What follows belongs to an exercise in optimizing a design on an open flow for small area, a short achievable clock period and few clock cycles; a production flow would make more cautious choices. The RTL was checked by simulation tests, not by an equivalence proof against the original design. No activity file was given, so power comes from the tool's default toggle rates.

--- flow/design.v ---
module acu_check (
    input  wire        clk,
    input  wire        rst,
    input  wire        req_valid,
    output wire        req_ready,
    input  wire [63:0] req_addr,
    input  wire [12:0] req_len,        
    input  wire [1:0]  req_kind,       
    input  wire [1:0]  req_dir,        
    input  wire [11:0] req_binding,
    input  wire [7:0]  req_vh,
    output reg         run_valid,
    input  wire        run_ready,
    output reg  [63:0] run_addr,
    output reg  [12:0] run_len,
    output reg         run_ok,
    output reg         run_last,
    output reg         run_viol,       
    output reg         run_split,      
    input  wire        reg_we,
    input  wire [12:0] reg_addr,
    input  wire [31:0] reg_wdata,
    output reg  [31:0] reg_rdata
);
    localparam NRULES = 16;
    reg              cfg_enable;
    reg  [2:0]       evt;              
    reg              fv_valid;
    reg  [1:0]       fv_dir;
    reg              fv_write;
    reg  [12:0]      fv_len;
    reg  [11:0]      fv_binding;
    reg  [63:0]      fv_addr;
    reg  [3:0]       fv_rule;
    reg  [7:0]       fv_vh;
    reg  [31:0]      viol_cnt;
    reg  [31:0]      split_cnt;
    reg  [31:0]      tail_cnt;
    reg  [2:0]       cnt_ovf;
    reg              rule_valid [0:NRULES-1];
    reg  [1:0]       rule_scope [0:NRULES-1];
    reg  [11:0]      rule_sid   [0:NRULES-1];
    reg  [1:0]       rule_dir   [0:NRULES-1];
    reg              rule_rd    [0:NRULES-1];
    reg              rule_wr    [0:NRULES-1];
    reg  [57:0]      rule_base  [0:NRULES-1];
    reg  [57:0]      rule_limit [0:NRULES-1];
    wire       rule_sel  = reg_addr[12] & (reg_addr[11:9] == 3'd0);
    wire [3:0] rule_idx  = reg_addr[8:5];
    wire [2:0] rule_word = reg_addr[4:2];
    reg  [4:0] rules_active;
    integer k;
    always @(*) begin
        rules_active = 5'd0;
        for (k = 0; k < NRULES; k = k + 1)
            rules_active = rules_active + {4'd0, rule_valid[k]};
    end
    always @(*) begin
        reg_rdata = 32'd0;
        if (rule_sel) begin
            case (rule_word)
                3'd0: reg_rdata = {13'd0, rule_wr[rule_idx], rule_rd[rule_idx], rule_dir[rule_idx],
                                   rule_sid[rule_idx], rule_scope[rule_idx], rule_valid[rule_idx]};
                3'd2: reg_rdata = rule_base[rule_idx][31:0];
                3'd3: reg_rdata = {6'd0, rule_base[rule_idx][57:32]};
                3'd4: reg_rdata = rule_limit[rule_idx][31:0];
                3'd5: reg_rdata = {6'd0, rule_limit[rule_idx][57:32]};
                default: reg_rdata = 32'd0;
            endcase
        end else if (reg_addr[12] == 1'b0) begin
            case (reg_addr[11:2])
                10'h000: reg_rdata = {31'd0, cfg_enable};
                10'h001: reg_rdata = {17'd0, fv_valid, 9'd0, rules_active};
                10'h002: reg_rdata = {29'd0, evt};
                10'h004: reg_rdata = {3'd0, fv_binding, fv_len, fv_write, fv_dir, fv_valid};
                10'h005: reg_rdata = fv_addr[31:0];
                10'h006: reg_rdata = fv_addr[63:32];
                10'h007: reg_rdata = {10'd0, 1'b0, fv_vh, 9'd0, fv_rule};
                10'h010: reg_rdata = viol_cnt;
                10'h011: reg_rdata = split_cnt;
                10'h012: reg_rdata = tail_cnt;
                10'h03F: reg_rdata = {29'd0, cnt_ovf};
                default: reg_rdata = 32'd0;
            endcase
        end
    end
    localparam S_IDLE  = 2'd0;
    localparam S_BLOCK = 2'd1;
    localparam S_FLUSH = 2'd2;
    reg  [1:0]  state;
    reg  [51:0] r_page;          
    reg  [12:0] r_start;         
    reg  [12:0] r_end;           
    reg  [1:0]  r_kind;
    reg  [1:0]  r_dir;
    reg  [11:0] r_binding;
    reg  [7:0]  r_vh;
    reg  [5:0]  r_blk;           
    reg  [5:0]  r_last_blk;
    reg         o_valid;
    reg  [12:0] o_start;
    reg  [12:0] o_len;
    reg         o_ok;
    reg         v_any;           
    reg         v_first_ok;      
    reg         v_any_ok;        
    reg  [12:0] v_first;         
    reg  [3:0]  v_rule;          
    reg  [12:0] v_forb;          
    assign req_ready = (state == S_IDLE);
    wire [57:0] blk = {r_page, r_blk};
    reg  [NRULES-1:0] hit;
    integer i;
    always @(*) begin
        for (i = 0; i < NRULES; i = i + 1) begin
            hit[i] = rule_valid[i]
                   && (rule_dir[i] == 2'd0 || rule_dir[i] == r_dir)
                   && (rule_scope[i] == 2'd0
                       || (rule_scope[i] == 2'd1 && rule_sid[i] == {4'd0, r_vh})
                       || (rule_scope[i] == 2'd2 && rule_sid[i] == r_binding))
                   && (rule_base[i] <= blk)
                   && (blk <= rule_limit[i]);
        end
    end
    reg         pick_hit;
    reg  [3:0]  pick;
    integer j;
    always @(*) begin
        pick_hit = 1'b0;
        pick     = 4'd0;
        for (j = NRULES - 1; j >= 0; j = j - 1) begin
            if (hit[j]) begin
                pick_hit = 1'b1;
                pick     = j[3:0];
            end
        end
    end
    reg blk_ok;
    always @(*) begin
        blk_ok = 1'b1;
        if (cfg_enable && pick_hit) begin
            case (r_kind)
                2'd0:        blk_ok = rule_rd[pick];
                2'd1, 2'd2:  blk_ok = rule_wr[pick];
                default:     blk_ok = rule_rd[pick] & rule_wr[pick];
            endcase
        end
    end
    wire [12:0] blk_lo    = {1'b0, r_blk, 6'd0};
    wire [12:0] blk_hi    = blk_lo + 13'd64;
    wire [12:0] blk_a     = (r_start > blk_lo) ? r_start : blk_lo;
    wire [12:0] blk_z     = (r_end < blk_hi) ? r_end : blk_hi;
    wire [12:0] blk_bytes = blk_z - blk_a;
    wire        blk_first = (r_blk == r_start[11:6]);
    wire        blk_final = (r_blk == r_last_blk);
    wire out_free = !run_valid || run_ready;
    wire need_emit = o_valid && (o_ok != blk_ok);
    wire advance   = (state == S_BLOCK) && (!need_emit || out_free);
    wire        fin_split = (r_kind == 2'd1) ? (v_any && v_any_ok)
                          : (r_kind == 2'd0) ? (v_any && v_first_ok)
                          : 1'b0;
    wire [12:0] fin_len   = (r_kind == 2'd1) ? v_forb
                          : (r_kind == 2'd0) ? (r_end - v_first)
                          : (r_end - r_start);
    always @(posedge clk) begin
        if (rst) begin
            state      <= S_IDLE;
            r_page     <= 52'd0;
            r_start    <= 13'd0;
            r_end      <= 13'd0;
            r_kind     <= 2'd0;
            r_dir      <= 2'd0;
            r_binding  <= 12'd0;
            r_vh       <= 8'd0;
            r_blk      <= 6'd0;
            r_last_blk <= 6'd0;
            o_valid    <= 1'b0;
            o_start    <= 13'd0;
            o_len      <= 13'd0;
            o_ok       <= 1'b0;
            v_any      <= 1'b0;
            v_first_ok <= 1'b0;
            v_any_ok   <= 1'b0;
            v_first    <= 13'd0;
            v_rule     <= 4'd0;
            v_forb     <= 13'd0;
            run_valid  <= 1'b0;
            run_addr   <= 64'd0;
            run_len    <= 13'd0;
            run_ok     <= 1'b0;
            run_last   <= 1'b0;
            run_viol   <= 1'b0;
            run_split  <= 1'b0;
        end else begin
            if (run_valid && run_ready)
                run_valid <= 1'b0;
            case (state)
                S_IDLE: begin
                    if (req_valid) begin
                        state      <= S_BLOCK;
                        r_page     <= req_addr[63:12];
                        r_start    <= {1'b0, req_addr[11:0]};
                        r_end      <= {1'b0, req_addr[11:0]} + req_len;
                        r_kind     <= req_kind;
                        r_dir      <= req_dir;
                        r_binding  <= req_binding;
                        r_vh       <= req_vh;
                        r_blk      <= req_addr[11:6];
                        r_last_blk <= ({1'b0, req_addr[11:0]} + req_len - 13'd1) >> 6;
                        o_valid    <= 1'b0;
                        v_any      <= 1'b0;
                        v_first_ok <= 1'b0;
                        v_any_ok   <= 1'b0;
                        v_first    <= 13'd0;
                        v_rule     <= 4'd0;
                        v_forb     <= 13'd0;
                    end
                end
                S_BLOCK: begin
                    if (advance) begin
                        if (need_emit) begin
                            run_valid <= 1'b1;
                            run_addr  <= {r_page, o_start[11:0]};
                            run_len   <= o_len;
                            run_ok    <= o_ok;
                            run_last  <= 1'b0;
                            run_viol  <= 1'b0;
                            run_split <= 1'b0;
                        end
                        if (o_valid && !need_emit) begin
                            o_len <= o_len + blk_bytes;
                        end else begin
                            o_valid <= 1'b1;
                            o_start <= blk_a;
                            o_len   <= blk_bytes;
                            o_ok    <= blk_ok;
                        end
                        if (blk_first)
                            v_first_ok <= blk_ok;
                        if (blk_ok) begin
                            v_any_ok <= 1'b1;
                        end else begin
                            v_forb <= v_forb + blk_bytes;
                            if (!v_any) begin
                                v_any   <= 1'b1;
                                v_first <= blk_a;
                                v_rule  <= pick;
                            end
                        end
                        if (blk_final)
                            state <= S_FLUSH;
                        else
                            r_blk <= r_blk + 6'd1;
                    end
                end
                S_FLUSH: begin
                    if (out_free) begin
                        run_valid <= 1'b1;
                        run_addr  <= {r_page, o_start[11:0]};
                        run_len   <= o_len;
                        run_ok    <= o_ok;
                        run_last  <= 1'b1;
                        run_viol  <= v_any;
                        run_split <= fin_split;
                        o_valid   <= 1'b0;
                        state     <= S_IDLE;
                    end
                end
                default: state <= S_IDLE;
            endcase
        end
    end
    wire finish = (state == S_FLUSH) && out_free;
    wire fin_viol = finish && v_any;
    always @(posedge clk) begin
        if (rst) begin
            cfg_enable <= 1'b1;
            evt        <= 3'd0;
            fv_valid   <= 1'b0;
            fv_dir     <= 2'd0;
            fv_write   <= 1'b0;
            fv_len     <= 13'd0;
            fv_binding <= 12'd0;
            fv_addr    <= 64'd0;
            fv_rule    <= 4'd0;
            fv_vh      <= 8'd0;
            viol_cnt   <= 32'd0;
            split_cnt  <= 32'd0;
            tail_cnt   <= 32'd0;
            cnt_ovf    <= 3'd0;
        end else begin
            if (reg_we && !reg_addr[12]) begin
                case (reg_addr[11:2])
                    10'h000: cfg_enable <= reg_wdata[0];
                    10'h002: evt        <= evt & ~reg_wdata[2:0];
                    10'h004: if (reg_wdata[0]) fv_valid <= 1'b0;
                    10'h03F: cnt_ovf    <= cnt_ovf & ~reg_wdata[2:0];
                    default: ;
                endcase
            end
            if (fin_viol) begin
                evt[0] <= 1'b1;
                if (viol_cnt == 32'hFFFF_FFFF)
                    cnt_ovf[0] <= 1'b1;
                else
                    viol_cnt <= viol_cnt + 32'd1;
                if (!fv_valid) begin
                    fv_valid   <= 1'b1;
                    fv_dir     <= r_dir;
                    fv_write   <= (r_kind != 2'd0);
                    fv_len     <= fin_len;
                    fv_binding <= r_binding;
                    fv_addr    <= {r_page, v_first[11:0]};
                    fv_rule    <= v_rule;
                    fv_vh      <= r_vh;
                    evt[1]     <= 1'b1;
                end
                if (fin_split) begin
                    evt[2] <= 1'b1;
                    if (split_cnt == 32'hFFFF_FFFF)
                        cnt_ovf[1] <= 1'b1;
                    else
                        split_cnt <= split_cnt + 32'd1;
                end
                if (r_kind == 2'd0) begin
                    if (tail_cnt == 32'hFFFF_FFFF)
                        cnt_ovf[2] <= 1'b1;
                    else
                        tail_cnt <= tail_cnt + 32'd1;
                end
            end
        end
    end
    integer n;
    always @(posedge clk) begin
        if (rst) begin
            for (n = 0; n < NRULES; n = n + 1) begin
                rule_valid[n] <= 1'b0;
                rule_scope[n] <= 2'd0;
                rule_sid[n]   <= 12'd0;
                rule_dir[n]   <= 2'd0;
                rule_rd[n]    <= 1'b0;
                rule_wr[n]    <= 1'b0;
                rule_base[n]  <= 58'd0;
                rule_limit[n] <= 58'd0;
            end
        end else if (reg_we && rule_sel) begin
            case (rule_word)
                3'd0: begin
                    rule_valid[rule_idx] <= reg_wdata[0];
                    rule_scope[rule_idx] <= reg_wdata[2:1];
                    rule_sid[rule_idx]   <= reg_wdata[14:3];
                    rule_dir[rule_idx]   <= reg_wdata[16:15];
                    rule_rd[rule_idx]    <= reg_wdata[17];
                    rule_wr[rule_idx]    <= reg_wdata[18];
                end
                3'd2: rule_base[rule_idx][31:0]   <= reg_wdata;
                3'd3: rule_base[rule_idx][57:32]  <= reg_wdata[25:0];
                3'd4: rule_limit[rule_idx][31:0]  <= reg_wdata;
                3'd5: rule_limit[rule_idx][57:32] <= reg_wdata[25:0];
                default: ;
            endcase
        end
    end
endmodule
--- flow/run.sh ---
#!/bin/bash
# synth_recipe.tcl (not shown) runs the flow's synth.tcl, then flattens the netlist and writes it again
# the make line also repeats each setting of config.mk as NAME=value (left out here)
make -C /OpenROAD-flow-scripts/flow DESIGN_CONFIG=/design/flow/config.mk WORK_HOME=/design/flow/orfs CLKGATE_MAP_FILE= SYNTH_SCRIPT=/design/flow/synth_recipe.tcl finish
--- flow/config.mk ---
export PLATFORM = sky130hd
export DESIGN_NAME = acu_check
export DESIGN_NICKNAME = acu_check
export VERILOG_FILES = /design/flow/design.v
export SDC_FILE = /design/flow/constraint.sdc
export NUM_CORES = 4
export LEC_CHECK = 0
export CAP_MARGIN = 20
export CORE_MARGIN = 2
export CORE_UTILIZATION = 25
export SLEW_MARGIN = 20
--- flow/constraint.sdc ---
create_clock -name core_clock -period 11.0 [get_ports {clk}]
set_input_delay 2.2000 -clock core_clock [delete_from_list [all_inputs] [get_ports {clk}]]
set_output_delay 2.2000 -clock core_clock [all_outputs]
set_load 0.01 [all_outputs]
==> results.cfg <==
[logic_synthesis]
syn_area_per_cell_um2 = 11.2
ys_async_sr_fraction_pct = 0
ys.flop_type = edfxtp_1
synth-edff-count = 2160
yosysSeqAreaShare_pct = 43.9
yosysUniqueCellTypes = 115
ys_seq_elements = 2624
synth_nets = 17200
ys_warn_count = 1
syn_inst = 15100
syn_area_um2 = 169000

[die]
die_w_um = 826
die-area_um2 = 682000
dieHeight_um = 826
ios = 266
core-area_um2 = 673000
start_util_pct = 25.1
rows = 301

[timing]
slew_headroom_pct = 16.0
drv_slew = 0
worst_pin_slew_ps = 1250
finClkSkew_ps = 60.8
grt_setup_unrepaired = false
hold_ws_ps = 456
finalHoldViolCount = 0
period_needed_ps = 9520
clock.fmax_mhz = 105
layout_worst_path_cycle_share_pct = 86.5
setup_ws_ps = 1480
tns_ps = 0
finalSetupViolCount = 0

[drt]
wirelength_mm = 693
antenna_left = 0
vias = 131000
drc = 0
wl_per_cell_um = 28.2
firstDrtPassIters = 9
vias_per_cell = 5.31
drt_iter0_drc = 18500

[placed_design]
port_buffers = 263
pre_cts_ws_ps = 1780
gp_congestion = 1.01
dpl.hpwl_mm = 516
dp_cells = 23900

[min_path]
worstHoldPathType = reg2reg

[power_and_ir_drop]
fin_total_pwr_mw = 29.0
p_leak_nw = 75.4
powerDensity_nw_per_um2 = 149
ir_drop_mv = 0.129

[layout]
final_common_cell = and2_1
syn_to_final_growth_pct = 15.2
final_cell_mix = and2_1, edfxtp_1, ha_1
nets = 17400
drive_gt1_share_pct = 12.1
fin_cells = 24600

[critical_path]
cp_cell_sequence = inv_1 > ha_1 > nand4_1 > nor4_1 > nand4_1 > nor4_1 > a211o_1 > a221oi_2 > nor4_2 > nand2b_1 > a21boi_1 > o2111ai_1 > o311ai_2 > o22ai_4 > a21oi_2 > o21ai_2 > a31oi_4 > buf_4 > nor2_1 > a311oi_1
critPathKind = reg2reg
slowest_stage = nor4_1
r2r_start = r_page[46]
rr_worst_depth = 20
end_kind = flop
slowest_delay_ps = 1060
reg2reg_slack_ps = 1480
cp-start-kind = flop
crit_fanout = 28
crit_start = r_page[46]
rr_endpoint = o_len[4]
critPathRequiredTime_ps = 11870
arrival_ps = 10380
crit_end = o_len[4]

[global_routing]
grt_pass1_vias = 124000
overflow = 0
antenna_found_initial = 110
grt_pass1_wl_mm = 954
grt_max_degree = 95
globalRouteTotalUtil_pct = 19.5

[clocking]
clockBufferDepth = 4
cts_tree = built
cts_sinks = 2624
hold_buffers = 0
cts_max_level = 5
cts_resized = 0
numCtsBuffers = 318
clock-root-buffer = clkbuf_16
postCtsSetupBuffers = 0
insertion_delay_ps = 980
cts.clk_slew.worst_paths_ps = 60

[run_status]
status = finished clean

[run]
max_cap_viol_count = 0
[flip-flops by register name (all words and copies together), names as in the netlist, 16 cells and up]
register,flops
rule_base,928
tail_cnt,32
viol_cnt,32
run_addr,64
rule_valid,16
fv_addr,64
rule_scope,32
rule_limit,928
rule_rd,16
split_cnt,32
rule_dir,32
r_page,52
rule_sid,192
rule_wr,16
[where the power goes]
part | total, mW | switching [mW] | internal [mW]
sequential | 11.8 | 0.550 | 11.2
clock | 10.8 | 4.68 | 6.16
combinational | 6.35 | 4.07 | 2.28
[worst min-delay path by stage]
| stage | from | slack [ps] | end | cells past startpoint |
|---|---|---|---|---|
| final | fv_addr[22] | 460 | fv_addr[22] | 2 |
| after floorplan | v_rule[3] | 430 | fv_rule[3] | 2 |
| after detailed placement | fv_addr[11] | 450 | fv_addr[11] | 2 |
| after CTS | fv_addr[22] | 460 | fv_addr[22] | 2 |
| after global placement | fv_addr[13] | 440 | fv_addr[13] | 2 |
| after global routing | fv_addr[23] | 480 | fv_addr[23] | 2 |
[cell families after synthesis]
| family | count (synthesis) | synth area share [%] |
|---|---|---|
| AOI/OAI and AO/OA | 2450 | 9.13 |
| xor gates and xnor gates | 466 | 2.42 |
| adders and majority gates | 1959 | 14.6 |
| buffers and inverters | 1935 | 4.38 |
| DFF | 2624 | 43.9 |
| muxes | 821 | 9.87 |
| and+or+nand+nor | 4873 | 15.7 |
[synth_stat cells, drive strengths merged, types with 44 or more instances]
| master | instances | area, µm² |
|---|---|---|
| buf | 153 | 716 |
| inv | 1126 | 4230 |
| a21oi | 932 | 4690 |
| a21o | 182 | 1370 |
| mux4 | 675 | 15200 |
| nor2b | 71 | 444 |
| nand4 | 409 | 2560 |
| and2 | 2186 | 13700 |
| dfxtp | 464 | 9290 |
| and3 | 47 | 294 |
| xor2 | 226 | 1980 |
| mux2i | 140 | 1400 |
| clkbuf | 656 | 2460 |
| a211oi | 122 | 933 |
| o21bai | 48 | 364 |
| nand2 | 916 | 3440 |
| nor3 | 136 | 702 |
| nor4 | 119 | 751 |
| nand2b | 45 | 282 |
| a22oi | 100 | 751 |
| edfxtp | 2160 | 64900 |
| o21a | 44 | 330 |
| nor2 | 557 | 2090 |
| ha | 1944 | 24300 |
| a221oi | 62 | 549 |
| o21ai | 522 | 2630 |
| nand3 | 240 | 1210 |
| o211ai | 76 | 576 |
| xnor2 | 240 | 2100 |
[routing by layer]
metal	vias up	track usage, %	part of all wire (%)
met3	1426	4.89	11
met4	26	11.7	7.2
met1	65400	25.6	39
met5	-	0	0.025
met2	7644	28.8	42
li1	56100	-	-
[final cells by class]
class / count / area, µm²
tap: 8938 / 11200
multi-input combinational: 10600 / 88300
timing repair buffer: 696 / 6090
clock buffer: 416 / 8720
fill: 68800 / 478000
sequential: 2624 / 74200
inverter: 1126 / 4230
antenna: 62 / 155
clock inverter: 165 / 1780
[stage by stage]
| stage | cell area, µm² | utilization, % |
|---|---|---|
| 4_1_cts | 194000 | 28.9 |
| 3_5_place_dp | 184000 | 27.3 |
| 5_1_grt | 195000 | 28.9 |
| 6_report | 195000 | 28.9 |
| 2_1_floorplan | 169000 | - |
| 3_3_place_gp | 184000 | 27.3 |
[critical path: cells and delay by family, from the launching register on]
kind / cells / cell delay (ps)
simple gates: 7 / 3130
compound gates: 10 / 4000
buf+inv: 2 / 910
fa+ha+maj: 1 / 500
flops: 1 / 750
Testbench counts, summed over its fixed seeds: cycles 16,816.

[what the ideal ports hide]
In the flow no input, the clock included, has a driving cell. The finished layout below was timed again as built, in two steps. Step 1: set_driving_cell puts a clkbuf_16 on clk and a buf_2 on each other input, an assumption about the parent block. Step 2 adds t to the input delays and takes it off the output delays; t is the mean of the earliest and latest rising clock arrival at the registers after step 1. Input paths then give back, and output paths get back, about the clock's delay inside the block. Three values: no drivers, after step 1, after step 2; two values: the first two.
shift t [ns]: 1.073
setup WS [ns]: 1.482 / 1.482 / 1.482
worst hold slack (ns): 0.456 / 0.456 / 0.456
slew at the worst register clock pin (ns): 0.07 / 0.07
cell pins on the clock port's net: 1
After both steps this run still meets setup and hold. The setup slack of this run moves by 0.000 ns with the drivers and by 0.000 ns with both steps.
